Background: an optimization exercise with open tools, aiming at small area, a short achievable clock period and few clock cycles. Do not read the settings as production practice.
In this exercise RTL edits were held to simulation tests only and were not proved equivalent to the original.
Power is estimated from default activity; no workload was simulated.

## srv_lead_loop
module srv_lead_loop (
    input  wire               clk,
    input  wire               rst,         
    input  wire               start,
    input  wire               clear,
    input  wire signed [15:0] sa,
    input  wire signed [15:0] sb,
    input  wire signed [15:0] sc,
    input  wire signed [15:0] sd,
    input  wire        [23:0] gray,
    input  wire        [23:0] tgt_trk,
    input  wire signed [15:0] tgt_ofs,
    input  wire signed [17:0] ml,
    input  wire signed [15:0] ff,
    input  wire signed [15:0] inj,
    input  wire        [17:0] amin,
    input  wire        [3:0]  gs,
    input  wire        [23:0] intlim,
    input  wire signed [15:0] kds,
    output reg         [5:0]  tbl_addr,
    input  wire        [47:0] tbl_rdata,
    output reg                done,
    output reg                fail,
    output wire signed [15:0] pes,
    output wire signed [48:0] pos,
    output reg  signed [24:0] err,
    output reg  signed [24:0] integ,
    output wire signed [15:0] u
);
For scale: roughly 410 flip-flops, ~430 I/O pins, about 0.048 sq mm of cells after synthesis.
export LEC_CHECK = 0
export ABC_AREA = 1
export CAP_MARGIN = 60
export CORE_MARGIN = 2
export CORE_UTILIZATION = 60
export PLACE_DENSITY = 0.72
export SLEW_MARGIN = 60
create_clock -name core_clock -period 20.0 [get_ports {clk}]
standard.sh (not shown) runs the stock make flow with config.mk's settings and CLKGATE_MAP_FILE= SYNTH_SCRIPT=/design/flow/synth_recipe.tcl, a recipe that flattens the netlist after the stock synthesis.
==> flow/flow/run.sh <==
#!/bin/bash
set -euo pipefail
export BUFFER_PORTS_ARGS="-buffer_cell sky130_fd_sc_hd__buf_1"
export SETUP_SLACK_MARGIN=13.5
bash standard.sh > standard_flow.log 2>&1
Testbench counts at the start, summed over its fixed seeds: cycles 36,936.
==> next run, changes <==
--- a/flow/design.v
+++ b/flow/design.v
@@ -241,27 +241,29 @@
     wire [19:0] amp1 = {2'b00, amp_r};
     wire [19:0] amp2 = {1'b0, amp_r, 1'b0};
     wire [19:0] amp3 = {g1[2:0], g0};
     wire [19:0] ra = {rem[17:0], 2'b00};
     wire [19:0] ta1, ta2, ta3, tb1, tb2, tb3;
     wire        ca1, ca2, ca3, cb1, cb2, cb3;
     srv_bkadd #(20) u_a1 (.a(ra), .b(~amp1), .ci(1'b1), .s(ta1), .co(ca1));
     srv_bkadd #(20) u_a2 (.a(ra), .b(~amp2), .ci(1'b1), .s(ta2), .co(ca2));
     srv_bkadd #(20) u_a3 (.a(ra), .b(~amp3), .ci(1'b1), .s(ta3), .co(ca3));
     wire [1:0]  qa = ca3 ? 2'd3 : ca2 ? 2'd2 : ca1 ? 2'd1 : 2'd0;
-    wire [17:0] r1 = ca3 ? ta3[17:0] : ca2 ? ta2[17:0] : ca1 ? ta1[17:0] : ra[17:0];
+    wire [17:0] r1 = ({18{ca3}} & ta3[17:0]) | ({18{ca2 & ~ca3}} & ta2[17:0]) |
+                     ({18{ca1 & ~ca2}} & ta1[17:0]) | ({18{~ca1}} & ra[17:0]);
     wire [19:0] rb = {r1, 2'b00};
     srv_bkadd #(20) u_b1 (.a(rb), .b(~amp1), .ci(1'b1), .s(tb1), .co(cb1));
     srv_bkadd #(20) u_b2 (.a(rb), .b(~amp2), .ci(1'b1), .s(tb2), .co(cb2));
     srv_bkadd #(20) u_b3 (.a(rb), .b(~amp3), .ci(1'b1), .s(tb3), .co(cb3));
     wire [1:0]  qb = cb3 ? 2'd3 : cb2 ? 2'd2 : cb1 ? 2'd1 : 2'd0;
-    wire [17:0] r3 = cb3 ? tb3[17:0] : cb2 ? tb2[17:0] : cb1 ? tb1[17:0] : rb[17:0];
+    wire [17:0] r3 = ({18{cb3}} & tb3[17:0]) | ({18{cb2 & ~cb3}} & tb2[17:0]) |
+                     ({18{cb1 & ~cb2}} & tb1[17:0]) | ({18{~cb1}} & rb[17:0]);
     wire [19:0] a3v;
     wire        a3co;
     srv_bkadd #(20) u_a3v (.a({2'b00, amp}), .b({1'b0, amp, 1'b0}), .ci(1'b0), .s(a3v), .co(a3co));
     wire [15:0] q16     = qz ? 16'h8000 : {1'b0, pes_r[15:1]};
     wire        qnz     = qz | (pes_r[15:1] != 15'd0);
     wire        pes_neg = neg & qnz;
     wire [15:0] qp  = qz ? 16'h7fff : q16;
     wire [16:0] lopd = neg ? {1'b0, q16} : ~{1'b0, qp};
     wire [16:0] lv;
     wire        lco;
@@ -297,23 +299,31 @@
     wire [1:0]  nc_v  = (gs_r <= 4'd4) ? 2'd1 : (gs_r <= 4'd8) ? 2'd2 : 2'd3;
     wire        tpos  = mism ^ pes_neg;               
     wire [15:0] t_kp = tbl_rdata[15:0];
     wire [15:0] t_ki = tbl_rdata[31:16];
     wire [15:0] t_kd = tbl_rdata[47:32];
     wire [25:0] mg0 = {{9{g0[16]}}, g0};
     wire [25:0] mg1 = {{9{g1[16]}}, g1};
     wire [25:0] mg2 = {{9{g2[16]}}, g2};
     wire [25:0] me01 = {err[24], err};
     wire [24:0] i_eff = first ? 25'd0 : integ;
-    wire [26:0] x0 = fl_xbus ? {{7{t_kp[15]}}, t_kp, 4'd0} : fl_plast ? {{9{ff[15]}}, ff, 2'd0} : 27'd0;
+    wire [26:0] x0 = fl_xbus ? {{7{t_kp[15]}}, t_kp, 4'd0} : 27'd0;
     wire [26:0] x1 = fl_xbus ? {{7{t_ki[15]}}, t_ki, 4'd0} : fl_plast ? {i_eff, 2'd0} : 27'd0;
-    wire [26:0] x2 = fl_xbus ? {{7{t_kd[15]}}, t_kd, 4'd0} : fl_plast ? {{9{inj[15]}}, inj, 2'd0} : 27'd0;
+    wire [26:0] x2 = fl_xbus ? {{7{t_kd[15]}}, t_kd, 4'd0} : 27'd0;
+    wire [19:0] bsa = {acc2[17:0], ext2};
+    wire [19:0] bsb = {{4{ff[15]}}, ff};
+    wire [19:0] bsc = {{4{inj[15]}}, inj};
+    wire [19:0] bss = bsa ^ bsb ^ bsc;
+    wire [19:0] bsy = {(bsa[18:0] & bsb[18:0]) | (bsa[18:0] & bsc[18:0]) | (bsb[18:0] & bsc[18:0]), 1'b0};
+    wire [19:0] base_v;
+    wire        bco;
+    srv_bkadd #(20) u_base (.a(bss), .b(bsy), .ci(1'b0), .s(base_v), .co(bco));
     wire [29:0] v0, v1, v2;
     srv_lane u_l0 (.acc(acc0), .mg(mg0), .me(me01), .bc(bc0), .xv(x0), .cf(st_hi | (st_mem & neg)), .v(v0));
     srv_lane u_l1 (.acc(acc1), .mg(mg1), .me(me01), .bc(bc1), .xv(x1), .cf(st_hi | (st_mem & tposr)), .v(v1));
     srv_lane u_l2 (.acc(acc2), .mg(mg2), .me(de_r), .bc(bc2), .xv(x2), .cf(st_hi), .v(v2));
     wire [25:0] v0s = v0[29:4];
     wire [25:0] v1s = v1[29:4];
     wire [25:0] v2s = v2[29:4];
     wire [26:0] p_kp = {acc0[24:0], ext0};     
     wire [26:0] p_ki = {acc1[24:0], ext1};     
     wire [26:0] p_kd = {acc2[24:0], ext2};     
@@ -483,21 +493,21 @@
             end
             if (st_div) begin
                 if (failr) begin
                     done <= 1'b1;
                     fail <= 1'b1;
                 end else begin
                     rem   <= r3;
                     pes_r <= {pes_r[11:0], qa, qb};
                     if (cnt == 3'd1) ac <= ac_v;
                     if (cnt == 3'd4) begin
-                        {bhi_r, u_r} <= {acc2[17:0], ext2};
+                        {bhi_r, u_r} <= base_v;
                         tbl_addr <= 6'd63;      
                     end
                 end
             end
             if (st_e1) begin
                 tposr    <= tpos;
                 m1_r     <= gz & tpos;
                 b48_r    <= gz & tpos & ~mism;
                 err      <= e_v;
                 de_r     <= {err[24], err};
=>
- critical path depth came out lower by 9
- worst hold slack improved by 0.0036 ns
- global-route usage grows by 0.80 points
- core utilization falls by 0.75 points
- final area went up by 0.42%
- sequential share of layout area is about the same
- power falls by 1.5%
- setup slack improves by 0.20 ns
- wire length increases by about 1.9%
- cell count is about the same
- sequential power hardly moves
- synthesized cell count decreases by 0.51%
- non-clock buffer count went up by 4
Testbench counts after the change, summed over its fixed seeds: cycles 36,936.

## run A
Another version of the RTL of srv_lead_loop (not shown whole).
Size in the first run: ~5900 cells after synthesis, roughly 380 flip-flops, about 430 I/O pins, about 47000 um2 of cells after synthesis.
export LEC_CHECK = 0
export ABC_AREA = 1
export CAP_MARGIN = 20
export CORE_MARGIN = 2
export CORE_UTILIZATION = 40
export SLEW_MARGIN = 20
create_clock -name core_clock -period 20.0 [get_ports {clk}]
==> flow/flow/run.sh <==
#!/bin/bash
set -euo pipefail
export BUFFER_PORTS_ARGS="-buffer_cell sky130_fd_sc_hd__buf_1"
bash standard.sh > standard_flow.log 2>&1
Testbench counts of run A, summed over its fixed seeds: cycles 36,936.
Changes in run B relative to run A:
--- a/flow/design.v
+++ b/flow/design.v
@@ -85,38 +85,29 @@
         integer v;
         begin
             lg2 = 0;
             for (v = 1; v < n; v = v * 2) lg2 = lg2 + 1;
         end
     endfunction
     localparam L = lg2(W);
-    localparam NS = 2 * L;
-    wire [W-1:0] r;
-    wire [W-1:0] pp [0:NS];
+    wire [W-1:0] tt [0:L];
+    assign tt[0] = g;
     genvar j, i;
     generate
-        for (i = 0; i < W; i = i + 1) begin : g_rev
-            assign r[i] = g[W-1-i];
-            assign b[W-1-i] = pp[NS][i];
-        end
-        assign pp[0] = r;
-        for (j = 0; j < NS; j = j + 1) begin : g_lv
+        for (j = 0; j < L; j = j + 1) begin : g_lv
             for (i = 0; i < W; i = i + 1) begin : g_b
-                if (j < L && (i % (2 << j)) == (2 << j) - 1) begin : g_up
-                    assign pp[j+1][i] = pp[j][i] ^ pp[j][i-(1<<j)];
-                end else if (j >= L && j <= 2*L-2 &&
-                             i >= 3*(1 << (2*L-2-j)) - 1 &&
-                             ((i - (3*(1 << (2*L-2-j)) - 1)) % (2 << (2*L-2-j))) == 0) begin : g_dn
-                    assign pp[j+1][i] = pp[j][i] ^ pp[j][i-(1<<(2*L-2-j))];
+                if (i + (1 << j) < W) begin : g_x
+                    assign tt[j+1][i] = tt[j][i] ^ tt[j][i+(1<<j)];
                 end else begin : g_pass
-                    assign pp[j+1][i] = pp[j][i];
+                    assign tt[j+1][i] = tt[j][i];
                 end
             end
         end
     endgenerate
+    assign b = tt[L];
 endmodule
 module srv_lane (
     input  wire [26:0] acc,
     input  wire [25:0] m,
     input  wire [4:0]  b,         
     input  wire [26:0] xv,        
     input  wire        cf,        
@@ -315,15 +306,15 @@
     wire [26:0] p_ki = {acc1[24:0], ext1};     
     wire [26:0] p_kd = {acc2[24:0], ext2};     
     wire [27:0] isum = {p_ki[26], p_ki};
     wire [27:0] lim  = {4'd0, amp_r[5:0], rem};
     wire        ineg = isum[27];
     wire [27:0] dcl;
     wire        ccl;
-    assign {ccl, dcl} = {1'b0, lim} + {1'b0, ineg ? isum : ~isum} + {28'd0, ~ineg};
+    srv_bkadd #(28) u_cl (.a(lim), .b(ineg ? isum : ~isum), .ci(~ineg), .s(dcl), .co(ccl));
     wire        i_gt = dcl[27] & ~ineg;
     wire        i_lt = dcl[27] & ineg;
     wire [24:0] nlim;
     srv_incr #(25) u_nl (.a(~lim[24:0]), .ci(1'b1), .s(nlim));
     wire [24:0] i_new = i_gt ? lim[24:0] : i_lt ? nlim : isum[24:0];
     wire [28:0] ua = {{2{p_kp[26]}}, p_kp};
     wire [28:0] ub = {{2{p_kd[26]}}, p_kd};
@@ -331,15 +322,15 @@
     wire [28:0] ud = {{9{bhi_r[3]}}, bhi_r, u_r};
     wire [28:0] us1 = ua ^ ub ^ ud;
     wire [28:0] uc1 = {(ua & ub) | (ua & ud) | (ub & ud), 1'b0};
     wire [28:0] us2 = us1 ^ uc1 ^ uc;
     wire [28:0] uc2 = {(us1 & uc1) | (us1 & uc) | (uc1 & uc), 1'b0};
     wire [28:0] usum;
     wire        uco;
-    assign {uco, usum} = {1'b0, us2} + {1'b0, uc2};
+    srv_bkadd #(29) u_u (.a(us2), .b(uc2), .ci(1'b0), .s(usum), .co(uco));
     wire u_hi = ~usum[28] & (usum[27:15] != 13'd0);
     wire u_lo = usum[28] & (usum[27:15] != 13'h1fff);
     wire [15:0] u_v = u_hi ? 16'h7fff : u_lo ? 16'h8000 : usum[15:0];
     wire div_go   = st_div & ~failr & (cnt != 3'd4);
     wire n_idle   = (st_idle & ~start) | (st_div & failr) | st_fin;
     wire n_amp    = st_idle & start;
     wire n_div    = st_amp | div_go;
--- outcome ---
- There was hardly any difference in sequential share of layout area between run B and run A.
- Run B finished end to end and its layout was clean on timing, DRC and antenna.
- Summary: hold slack, run B worse than run A
- Run A → run B: proportion of synthesized area in mux cells now sits at about the same level; minimum setup slack in the final design fell 0.18 ns; area inside the core boundary held steady; number of clock buffers in the layout went up; part of the total power dissipated in the clock network neither gained nor lost much.
- Between run A and run B, the difference in clock insertion delay at the later pin of the skew report is negligible.
- Run A has higher actual transition at the worst max-transition pin than run B.
Testbench counts of run B, summed over its fixed seeds: cycles 36,936.

srv_lead_loop with an RTL version that a note above also has.
For scale: ~410 flip-flops, roughly 430 I/O pins, roughly 49,000 sq um of cells after synthesis.
export LEC_CHECK = 0
export ABC_AREA = 1
export CAP_MARGIN = 20
export CORE_MARGIN = 2
export CORE_UTILIZATION = 60
export PLACE_DENSITY = 0.72
export SLEW_MARGIN = 20
create_clock -name core_clock -period 20.0 [get_ports {clk}]
==> flow/flow/run.sh <==
#!/bin/bash
set -euo pipefail
export BUFFER_PORTS_ARGS="-buffer_cell sky130_fd_sc_hd__buf_1"
export SETUP_SLACK_MARGIN=12
bash standard.sh > standard_flow.log 2>&1
Testbench counts at the start, summed over its fixed seeds: cycles 36,936.
Change:
--- a/flow/design.v
+++ b/flow/design.v
@@ -244,23 +244,21 @@
     wire [19:0] ra = {rem[17:0], 2'b00};
     wire [19:0] ta1, ta2, ta3, tb1, tb2, tb3;
     wire        ca1, ca2, ca3, cb1, cb2, cb3;
     srv_bkadd #(20) u_a1 (.a(ra), .b(~amp1), .ci(1'b1), .s(ta1), .co(ca1));
     srv_bkadd #(20) u_a2 (.a(ra), .b(~amp2), .ci(1'b1), .s(ta2), .co(ca2));
     srv_bkadd #(20) u_a3 (.a(ra), .b(~amp3), .ci(1'b1), .s(ta3), .co(ca3));
     wire [1:0]  qa = ca3 ? 2'd3 : ca2 ? 2'd2 : ca1 ? 2'd1 : 2'd0;
-    wire [17:0] r1 = ({18{ca3}} & ta3[17:0]) | ({18{ca2 & ~ca3}} & ta2[17:0]) |
-                     ({18{ca1 & ~ca2}} & ta1[17:0]) | ({18{~ca1}} & ra[17:0]);
+    wire [17:0] r1 = ca3 ? ta3[17:0] : ca2 ? ta2[17:0] : ca1 ? ta1[17:0] : ra[17:0];
     wire [19:0] rb = {r1, 2'b00};
     srv_bkadd #(20) u_b1 (.a(rb), .b(~amp1), .ci(1'b1), .s(tb1), .co(cb1));
     srv_bkadd #(20) u_b2 (.a(rb), .b(~amp2), .ci(1'b1), .s(tb2), .co(cb2));
     srv_bkadd #(20) u_b3 (.a(rb), .b(~amp3), .ci(1'b1), .s(tb3), .co(cb3));
     wire [1:0]  qb = cb3 ? 2'd3 : cb2 ? 2'd2 : cb1 ? 2'd1 : 2'd0;
-    wire [17:0] r3 = ({18{cb3}} & tb3[17:0]) | ({18{cb2 & ~cb3}} & tb2[17:0]) |
-                     ({18{cb1 & ~cb2}} & tb1[17:0]) | ({18{~cb1}} & rb[17:0]);
+    wire [17:0] r3 = cb3 ? tb3[17:0] : cb2 ? tb2[17:0] : cb1 ? tb1[17:0] : rb[17:0];
     wire [19:0] a3v;
     wire        a3co;
     srv_bkadd #(20) u_a3v (.a({2'b00, amp}), .b({1'b0, amp, 1'b0}), .ci(1'b0), .s(a3v), .co(a3co));
     wire [15:0] q16     = qz ? 16'h8000 : {1'b0, pes_r[15:1]};
     wire        qnz     = qz | (pes_r[15:1] != 15'd0);
     wire        pes_neg = neg & qnz;
     wire [15:0] qp  = qz ? 16'h7fff : q16;
@@ -302,25 +300,17 @@
     wire [15:0] t_ki = tbl_rdata[31:16];
     wire [15:0] t_kd = tbl_rdata[47:32];
     wire [25:0] mg0 = {{9{g0[16]}}, g0};
     wire [25:0] mg1 = {{9{g1[16]}}, g1};
     wire [25:0] mg2 = {{9{g2[16]}}, g2};
     wire [25:0] me01 = {err[24], err};
     wire [24:0] i_eff = first ? 25'd0 : integ;
-    wire [26:0] x0 = fl_xbus ? {{7{t_kp[15]}}, t_kp, 4'd0} : 27'd0;
+    wire [26:0] x0 = fl_xbus ? {{7{t_kp[15]}}, t_kp, 4'd0} : fl_plast ? {{9{ff[15]}}, ff, 2'd0} : 27'd0;
     wire [26:0] x1 = fl_xbus ? {{7{t_ki[15]}}, t_ki, 4'd0} : fl_plast ? {i_eff, 2'd0} : 27'd0;
-    wire [26:0] x2 = fl_xbus ? {{7{t_kd[15]}}, t_kd, 4'd0} : 27'd0;
-    wire [19:0] bsa = {acc2[17:0], ext2};
-    wire [19:0] bsb = {{4{ff[15]}}, ff};
-    wire [19:0] bsc = {{4{inj[15]}}, inj};
-    wire [19:0] bss = bsa ^ bsb ^ bsc;
-    wire [19:0] bsy = {(bsa[18:0] & bsb[18:0]) | (bsa[18:0] & bsc[18:0]) | (bsb[18:0] & bsc[18:0]), 1'b0};
-    wire [19:0] base_v;
-    wire        bco;
-    srv_bkadd #(20) u_base (.a(bss), .b(bsy), .ci(1'b0), .s(base_v), .co(bco));
+    wire [26:0] x2 = fl_xbus ? {{7{t_kd[15]}}, t_kd, 4'd0} : fl_plast ? {{9{inj[15]}}, inj, 2'd0} : 27'd0;
     wire [29:0] v0, v1, v2;
     srv_lane u_l0 (.acc(acc0), .mg(mg0), .me(me01), .bc(bc0), .xv(x0), .cf(st_hi | (st_mem & neg)), .v(v0));
     srv_lane u_l1 (.acc(acc1), .mg(mg1), .me(me01), .bc(bc1), .xv(x1), .cf(st_hi | (st_mem & tposr)), .v(v1));
     srv_lane u_l2 (.acc(acc2), .mg(mg2), .me(de_r), .bc(bc2), .xv(x2), .cf(st_hi), .v(v2));
     wire [25:0] v0s = v0[29:4];
     wire [25:0] v1s = v1[29:4];
     wire [25:0] v2s = v2[29:4];
@@ -496,15 +486,15 @@
                     done <= 1'b1;
                     fail <= 1'b1;
                 end else begin
                     rem   <= r3;
                     pes_r <= {pes_r[11:0], qa, qb};
                     if (cnt == 3'd1) ac <= ac_v;
                     if (cnt == 3'd4) begin
-                        {bhi_r, u_r} <= base_v;
+                        {bhi_r, u_r} <= {acc2[17:0], ext2};
                         tbl_addr <= 6'd63;      
                     end
                 end
             end
             if (st_e1) begin
                 tposr    <= tpos;
                 m1_r     <= gz & tpos;
Maximum frequency drops by 0.49%.
Setup slack degrades by 38 ps.
Cell area drops by about 0.4%.
Total power stays flat.
Global-route usage climbs by 0.14 points.
Hold slack degrades by 29 ps.
First-iteration DRC count climbs by 13%.
Via count climbs by 0.95%.
Clock skew climbs by 29 ps.
Wire length hardly moves.
Die area drops by 1.1%.
Utilization climbs by 0.69 points.
Non-clock buffer count climbs by 10.
Combinational power drops by about 1%.
Testbench counts after the change, summed over its fixed seeds: cycles 36,936.

what the ideal ports hide:
No port has a modelled driver above. Below, the same layouts with a new extraction and two added sets of constraints.
Step 1: set_driving_cell puts a clkbuf_16 on clk and a buf_2 on each other input, an assumption about the parent block.
Step 2, shift: input delay + t, output delay - t, t = (earliest + latest rising clock arrival at the registers) / 2. This alone moves slack from input paths to output paths.
Three values: ideal, step 1, step 2; two values: the first two.
run	t, ns	slack for setup (ns)	hold slack, ns	clock arrival spread, ns	pins driven straight from the clock port
the first run of note 1	0.702	12.556 / 12.607 / 11.906	0.466 / 0.466 / 0.466	0.030 / 0.031	1
the second run of note 1	0.716	12.758 / 12.781 / 12.065	0.470 / 0.470 / 0.470	0.041 / 0.041	1
run A	0.736	11.217 / 11.217 / 11.207	0.478 / 0.478 / 0.478	0.039 / 0.039	1
run B	0.744	11.039 / 11.039 / 11.039	0.467 / 0.467 / 0.467	0.056 / 0.056	1
the first run of note 3	0.703	12.218 / 12.218 / 11.557	0.494 / 0.494 / 0.494	0.024 / 0.024	1
the second run of note 3	0.725	12.180 / 12.223 / 11.498	0.465 / 0.465 / 0.465	0.052 / 0.052	1
After both steps setup and hold are still met in every run listed. The setup slack of the second run of note 1, which loses most, moves by +0.023 ns with the drivers and by -0.693 ns with both steps.
